This is an optimization exercise on Yosys and OpenROAD, whose aim is small area, a short achievable clock period and few clock cycles per item, not a production implementation.
At most, simulation tests tie the RTL to the original design; equivalence was not proved.

==> v3 <==
// sfl_frame_check
module sfl_frame_check (
    input  wire         clk,
    input  wire         rst,             
    input  wire         start,           
    input  wire [383:0] frame,           
    input  wire [31:0]  cid,
    input  wire [1:0]   conn_state,      
    input  wire [15:0]  last_seq,        
    input  wire [15:0]  connect_seq,     
    output wire         ready,
    output reg          done,
    output reg          accept,
    output reg          ok_a,
    output reg          ok_b,
    output reg          hdr_ok,
    output reg          seq_ok,
    output wire         restart,
    output wire [7:0]   lost,
    output wire [3:0]   conn,
    output wire [7:0]   kind,
    output wire [15:0]  seq,
    output wire [15:0]  echo
);
==> flow/config.mk <==
export PLATFORM = sky130hd
export DESIGN_NAME = sfl_frame_check
export DESIGN_NICKNAME = sfl_frame_check
export VERILOG_FILES = /design/flow/design.v
export SDC_FILE = /design/flow/constraint.sdc
export NUM_CORES = 4
export LEC_CHECK = 0
export CAP_MARGIN = 20
export CORE_MARGIN = 2
export CORE_UTILIZATION = 40
export SLEW_MARGIN = 20
==> flow/constraint.sdc <==
create_clock -name core_clock -period 10.0 [get_ports {clk}]
set_input_delay 2.0000 -clock core_clock [delete_from_list [all_inputs] [get_ports {clk}]]
set_output_delay 2.0000 -clock core_clock [all_outputs]
set_load 0.01 [all_outputs]
run.sh (not shown) runs the stock make flow with config.mk's settings and CLKGATE_MAP_FILE= SYNTH_SCRIPT=/design/flow/synth_recipe.tcl, a recipe that flattens the netlist after the stock synthesis.
==> v37: changes against v3 <==
==> flow/flow/run.sh (new file) <==
#!/bin/bash
set -euo pipefail
MARGIN="${FLOW_SETUP_MARGIN:-7}"
bash standard.sh finish \
  "BUFFER_PORTS_ARGS=-buffer_cell sky130_fd_sc_hd__buf_1" \
  "SETUP_SLACK_MARGIN=${MARGIN}" > flow_make.log 2>&1
==> flow/standard.sh (new file) <==
#!/bin/bash
# synth_recipe.tcl (not shown) runs the flow's synth.tcl, then flattens the netlist and writes it again
# the make line also repeats each setting of config.mk as NAME=value (left out here)
make -C /OpenROAD-flow-scripts/flow DESIGN_CONFIG=/design/flow/config.mk WORK_HOME=/design/flow/orfs CLKGATE_MAP_FILE= SYNTH_SCRIPT=/design/flow/synth_recipe.tcl "${@:-finish}"
removed: flow/run.sh
==> v16: changes against v3 <==
- ABC_CLOCK_PERIOD_IN_PS: not set -> 3000
- SETUP_SLACK_MARGIN: not set -> 5
==> notes <==
Of v37 and v3, v3 has the higher sequential share of layout area (gap 1.1 points).
Of v37 and v16, v37 has the higher via count (gap 7.7%, measured against v16).
Hold slack, lowest first: v3, v16, v37.
No run of this note included a check of the RTL's function; only the layout flow was run.

========
==> 05-01: inputs <==
Starting RTL as in the previous note.
==> flow/config.mk <==
export PLATFORM = sky130hd
export DESIGN_NAME = sfl_frame_check
export DESIGN_NICKNAME = sfl_frame_check
export VERILOG_FILES = /design/flow/design.v
export SDC_FILE = /design/flow/constraint.sdc
export NUM_CORES = 4
export LEC_CHECK = 0
export CAP_MARGIN = 20
export CORE_MARGIN = 2
export CORE_UTILIZATION = 40
export SETUP_SLACK_MARGIN = 5
export SLEW_MARGIN = 20
==> flow/constraint.sdc <==
create_clock -name core_clock -period 10.0 [get_ports {clk}]
set_input_delay 2.0000 -clock core_clock [delete_from_list [all_inputs] [get_ports {clk}]]
set_output_delay 2.0000 -clock core_clock [all_outputs]
set_load 0.01 [all_outputs]
Stock flow here: none of the scripts above is used.
==> 12-04: changes against 05-01 <==
--- a/flow/design.v
+++ b/flow/design.v
@@ -5,17 +5,17 @@
     input  wire [383:0] frame,           
     input  wire [31:0]  cid,
     input  wire [1:0]   conn_state,      
     input  wire [15:0]  last_seq,        
     input  wire [15:0]  connect_seq,     
     output wire         ready,
     output reg          done,
-    output reg          accept,
-    output reg          ok_a,
-    output reg          ok_b,
+    output wire         accept,
+    output wire         ok_a,
+    output wire         ok_b,
     output reg          hdr_ok,
     output reg          seq_ok,
     output wire         restart,
     output wire [7:0]   lost,
     output wire [3:0]   conn,
     output wire [7:0]   kind,
     output wire [15:0]  seq,
@@ -188,15 +188,11 @@
     reg [7:0] lost_r;
     always @(posedge clk) begin
         if (ph[1]) begin
             seq_ok <= seq_chk;
             lost_r <= seq_lost;
         end
     end
-    wire fin_a = (upd_a == RES_A);
-    wire fin_b = (upd_b == RES_B);
-    always @(posedge clk) begin
-        ok_a   <= fin_a;
-        ok_b   <= fin_b;
-        accept <= fin_a & fin_b & hdr_ok & ~pad_bad & seq_ok;
-    end
+    assign ok_a   = (crc_a == RES_A);
+    assign ok_b   = (crc_b == RES_B);
+    assign accept = ok_a & ok_b & hdr_ok & seq_ok;
 endmodule
==> flow/flow/run.sh (new file) <==
#!/bin/bash
set -euo pipefail
MARGIN="${FLOW_SETUP_MARGIN:-7}"
bash standard.sh finish \
  "BUFFER_PORTS_ARGS=-buffer_cell sky130_fd_sc_hd__buf_1" \
  "SETUP_SLACK_MARGIN=${MARGIN}" > flow_make.log 2>&1
==> flow/standard.sh (new file) <==
#!/bin/bash
# synth_recipe.tcl (not shown) runs the flow's synth.tcl, then flattens the netlist and writes it again
# the make line also repeats each setting of config.mk as NAME=value (left out here)
make -C /OpenROAD-flow-scripts/flow DESIGN_CONFIG=/design/flow/config.mk WORK_HOME=/design/flow/orfs CLKGATE_MAP_FILE= SYNTH_SCRIPT=/design/flow/synth_recipe.tcl "${@:-finish}"
Settings changed: SETUP_SLACK_MARGIN 5 to default.
removed: flow/run.sh
==> results.txt <==
|  | 05-01 | 12-04 |
|---|---|---|
| Total routed wire length on the met1 layer | 49.8 mm | 43.9 mm |
| Maximum frequency from static timing analysis | 195 MHz | 224 MHz |
| Via count | 21,700 | 21,900 |
| Post-synthesis sequential element count | 217 | 214 |
| Layout non-clock buf frac | 18.4% | 14.5% |
| Number of flip-flops and latches | 217 | 214 |
| Area growth from synthesis to final layout | 26.9% | 30.0% |
| Outcome | timing/DRC/antenna clean | timing/DRC/antenna clean |
| Wire length on met2 | 57.4 mm | 49.0 mm |
| Kind of capture point of the worst setup path | register | output pin |
| Count of placed standard cells including taps | 3,724 | 3,743 |
| Total clock sinks | 217 | 214 |
| Maximum number of pins on one net before global-route repair | 75 | 74 |
| Die extent in x | 252 um | 247 um |
| Post-cts resize count | 0 | 374 |
| Number of distinct library cells after synthesis | 55 | 62 |
| Unrepaired setup endpoints after global routing | false | true |
| Average instance area after synthesis | 9.67 um2 | 9.22 um2 |
No functional check of the RTL was part of any run of this note.

========
==> v21: inputs <==
Another version of the RTL of sfl_frame_check (not shown whole).
## sfl_frame_check
module sfl_frame_check (
    input  wire         clk,
    input  wire         rst,             
    input  wire         start,           
    input  wire [383:0] frame,           
    input  wire [31:0]  cid,
    input  wire [1:0]   conn_state,      
    input  wire [15:0]  last_seq,        
    input  wire [15:0]  connect_seq,     
    output wire         ready,
    output reg          done,
    output wire         accept,
    output wire         ok_a,
    output wire         ok_b,
    output reg          hdr_ok,
    output reg          seq_ok,
    output wire         restart,
    output wire [7:0]   lost,
    output wire [3:0]   conn,
    output wire [7:0]   kind,
    output wire [15:0]  seq,
    output wire [15:0]  echo
);
export LEC_CHECK = 0
export CAP_MARGIN = 20
export CORE_MARGIN = 2
export CORE_UTILIZATION = 35
export SLEW_MARGIN = 20
export TNS_END_PERCENT = 0
create_clock -name core_clock -period 10.0 [get_ports {clk}]
standard.sh (not shown) runs the stock make flow with config.mk's settings and CLKGATE_MAP_FILE= SYNTH_SCRIPT=/design/flow/synth_recipe.tcl, a recipe that flattens the netlist after the stock synthesis.
==> flow/flow/run.sh <==
#!/bin/bash
set -euo pipefail
MARGIN="${FLOW_SETUP_MARGIN:-6}"
bash standard.sh finish \
  "BUFFER_PORTS_ARGS=-buffer_cell sky130_fd_sc_hd__buf_1" \
  "SETUP_SLACK_MARGIN=${MARGIN}" > flow_make.log 2>&1
==> v38 (differences from v21) <==
--- a/flow/design.v
+++ b/flow/design.v
@@ -40,45 +40,21 @@
             done <= 1'b0;
         end else begin
             ph   <= {ph, start && !busy};
             done <= ph[2];
         end
     end
-    reg  [2:0] phc0;
-    reg  [2:0] phc1;
-    reg  [2:0] phc2;
-    reg  [2:0] phc3;
-    reg  [2:0] phc4;
-    reg  [2:0] phc5;
-    always @(posedge clk) begin
-        if (rst) begin
-            phc0 <= 0;
-            phc1 <= 0;
-            phc2 <= 0;
-            phc3 <= 0;
-            phc4 <= 0;
-            phc5 <= 0;
-        end else begin
-            phc0 <= {phc0, start && !(|phc0)};
-            phc1 <= {phc1, start && !(|phc1)};
-            phc2 <= {phc2, start && !(|phc2)};
-            phc3 <= {phc3, start && !(|phc3)};
-            phc4 <= {phc4, start && !(|phc4)};
-            phc5 <= {phc5, start && !(|phc5)};
-        end
-    end
-    wire [128-1:0] ca, cb;
-    assign ca[31:0] = ({32{phc0[0]}} & ~cid[31:0]) | ({32{phc0[1]}} & frame[127:96]) | ({32{phc0[2]}} & frame[255:224]);
-    assign ca[63:32] = ({32{phc1[0]}} & frame[31:0]) | ({32{phc1[1]}} & frame[159:128]) | ({32{phc1[2]}} & frame[287:256]);
-    assign ca[95:64] = ({32{phc2[0]}} & frame[63:32]) | ({32{phc2[1]}} & frame[191:160]) | ({32{phc2[2]}} & frame[319:288]);
-    assign ca[127:96] = ({32{phc3[0]}} & frame[95:64]) | ({32{phc3[1]}} & frame[223:192]) | ({32{phc3[2]}} & frame[351:320]);
-    assign cb[95:0] = ca[95:0];
-    assign cb[127:96] = ({32{phc4[0]}} & frame[95:64]) | ({32{phc4[1]}} & frame[223:192]) | ({32{phc4[2]}} & frame[383:352]);
+    wire [128-1:0] ca = ({128{ph[0]}} & {frame[95:0], ~cid[31:0]}) |
+                     ({128{ph[1]}} & frame[223:96]) |
+                     ({128{ph[2]}} & frame[351:224]);
+    wire [128-1:0] cb = ({128{ph[0]}} & {frame[95:0], ~cid[31:0]}) |
+                     ({128{ph[1]}} & frame[223:96]) |
+                     ({128{ph[2]}} & {frame[383:352], frame[319:224]});
     reg  [31:0] crc_a, crc_b;
-    wire [31:0] sx_a = (crc_a & {32{!phc5[0]}}) ^ ca[31:0];
-    wire [31:0] sx_b = (crc_b & {32{!phc5[0]}}) ^ cb[31:0];
+    wire [31:0] sx_a = (crc_a & {32{!ph[0]}}) ^ ca[31:0];
+    wire [31:0] sx_b = (crc_b & {32{!ph[0]}}) ^ cb[31:0];
     wire [31:0] upd_a, upd_b;
     wire [604:0] xt;
     assign xt[0] = ca[78] ^ ca[82];
     assign xt[1] = ca[40] ^ ca[42];
     assign xt[2] = ca[53] ^ ca[76];
     assign xt[3] = ca[60] ^ ca[77];
--- a/flow/config.mk
+++ b/flow/config.mk
@@ -4,9 +4,9 @@
 export VERILOG_FILES = /design/flow/design.v
 export SDC_FILE = /design/flow/constraint.sdc
 export NUM_CORES = 4
 export LEC_CHECK = 0
 export CAP_MARGIN = 20
 export CORE_MARGIN = 2
-export CORE_UTILIZATION = 35
+export CORE_UTILIZATION = 30
 export SLEW_MARGIN = 20
 export TNS_END_PERCENT = 0
==> impl_metrics.toml <==
[timing]
fmax_ghz = 0.217

[yosys]
synthTopCellsByCount = "1296 x xnor2_1, 346 x xor2_1, 128 x a222oi_1, 98 x dfxtp_1"

[status]
outcome = "timing/DRC/antenna clean"

[finish]
drive_gt1_share_pct = 28.0
# the run above: v21

==> impl_metrics.toml <==
[global_route]
grt_use_met2_pct = 64.4

[clock_tree]
clk_pin_slew_worst_paths_ns = 0.09

[status]
outcome = "timing/DRC/antenna clean"

[finish]
drive_gt1_share_pct = 29.0

[timing]
fmax_ghz = 0.215
# the run above: v38

Testbench counts of v38, summed over its fixed seeds: cycles 16,000, frames 3,200.
Function not checked in v21: the RTL went through the layout flow alone.

[what the ideal ports hide]
The results above use ideal ports. As a check the final layouts listed here were re-extracted and re-timed, cells and wires unchanged. Step 1 sets driving cells, clkbuf_16 on the clock port and buf_2 on the other inputs (assumed; they add their load-dependent delay and slew). Step 2 times the ports against the registers' clock, not the clock port: input delays grow and output delays shrink by t, the midpoint of the rising clock arrivals with the driver on. Slacks: ideal ports / drivers / drivers and shift; pairs: ideal ports / drivers.
run | t, ns | setup WS [ns] | hold slack, ns | worst setup path after step 2 | worst slew at a driven data input, ns
v3 | 0.657 | 4.789 / 4.789 / 4.789 | 0.482 / 0.482 / 0.482 | register to register | 0.08
v37 | 0.660 | 6.240 / 6.199 / 6.240 | 0.525 / 0.525 / 0.525 | register to register | 0.11
v16 | 0.656 | 4.875 / 4.875 / 4.875 | 0.483 / 0.483 / 0.483 | register to register | 0.07
05-01 | 0.656 | 4.875 / 4.875 / 4.875 | 0.483 / 0.483 / 0.483 | register to register | 0.07
12-04 | 0.625 | 5.538 / 5.490 / 6.115 | 0.487 / 0.487 / 0.487 | register to output | 0.09
v21 | 0.473 | 5.385 / 5.428 / 4.956 | 0.405 / 0.405 / 0.405 | input to register | 0.19
v38 | 0.467 | 5.354 / 5.393 / 4.927 | 0.872 / 0.872 / 0.872 | input to register | 0.16
After both steps every run listed still meets setup and hold. The setup slack of v21, which loses most, moves by +0.043 ns with the drivers and by -0.429 ns with both steps.
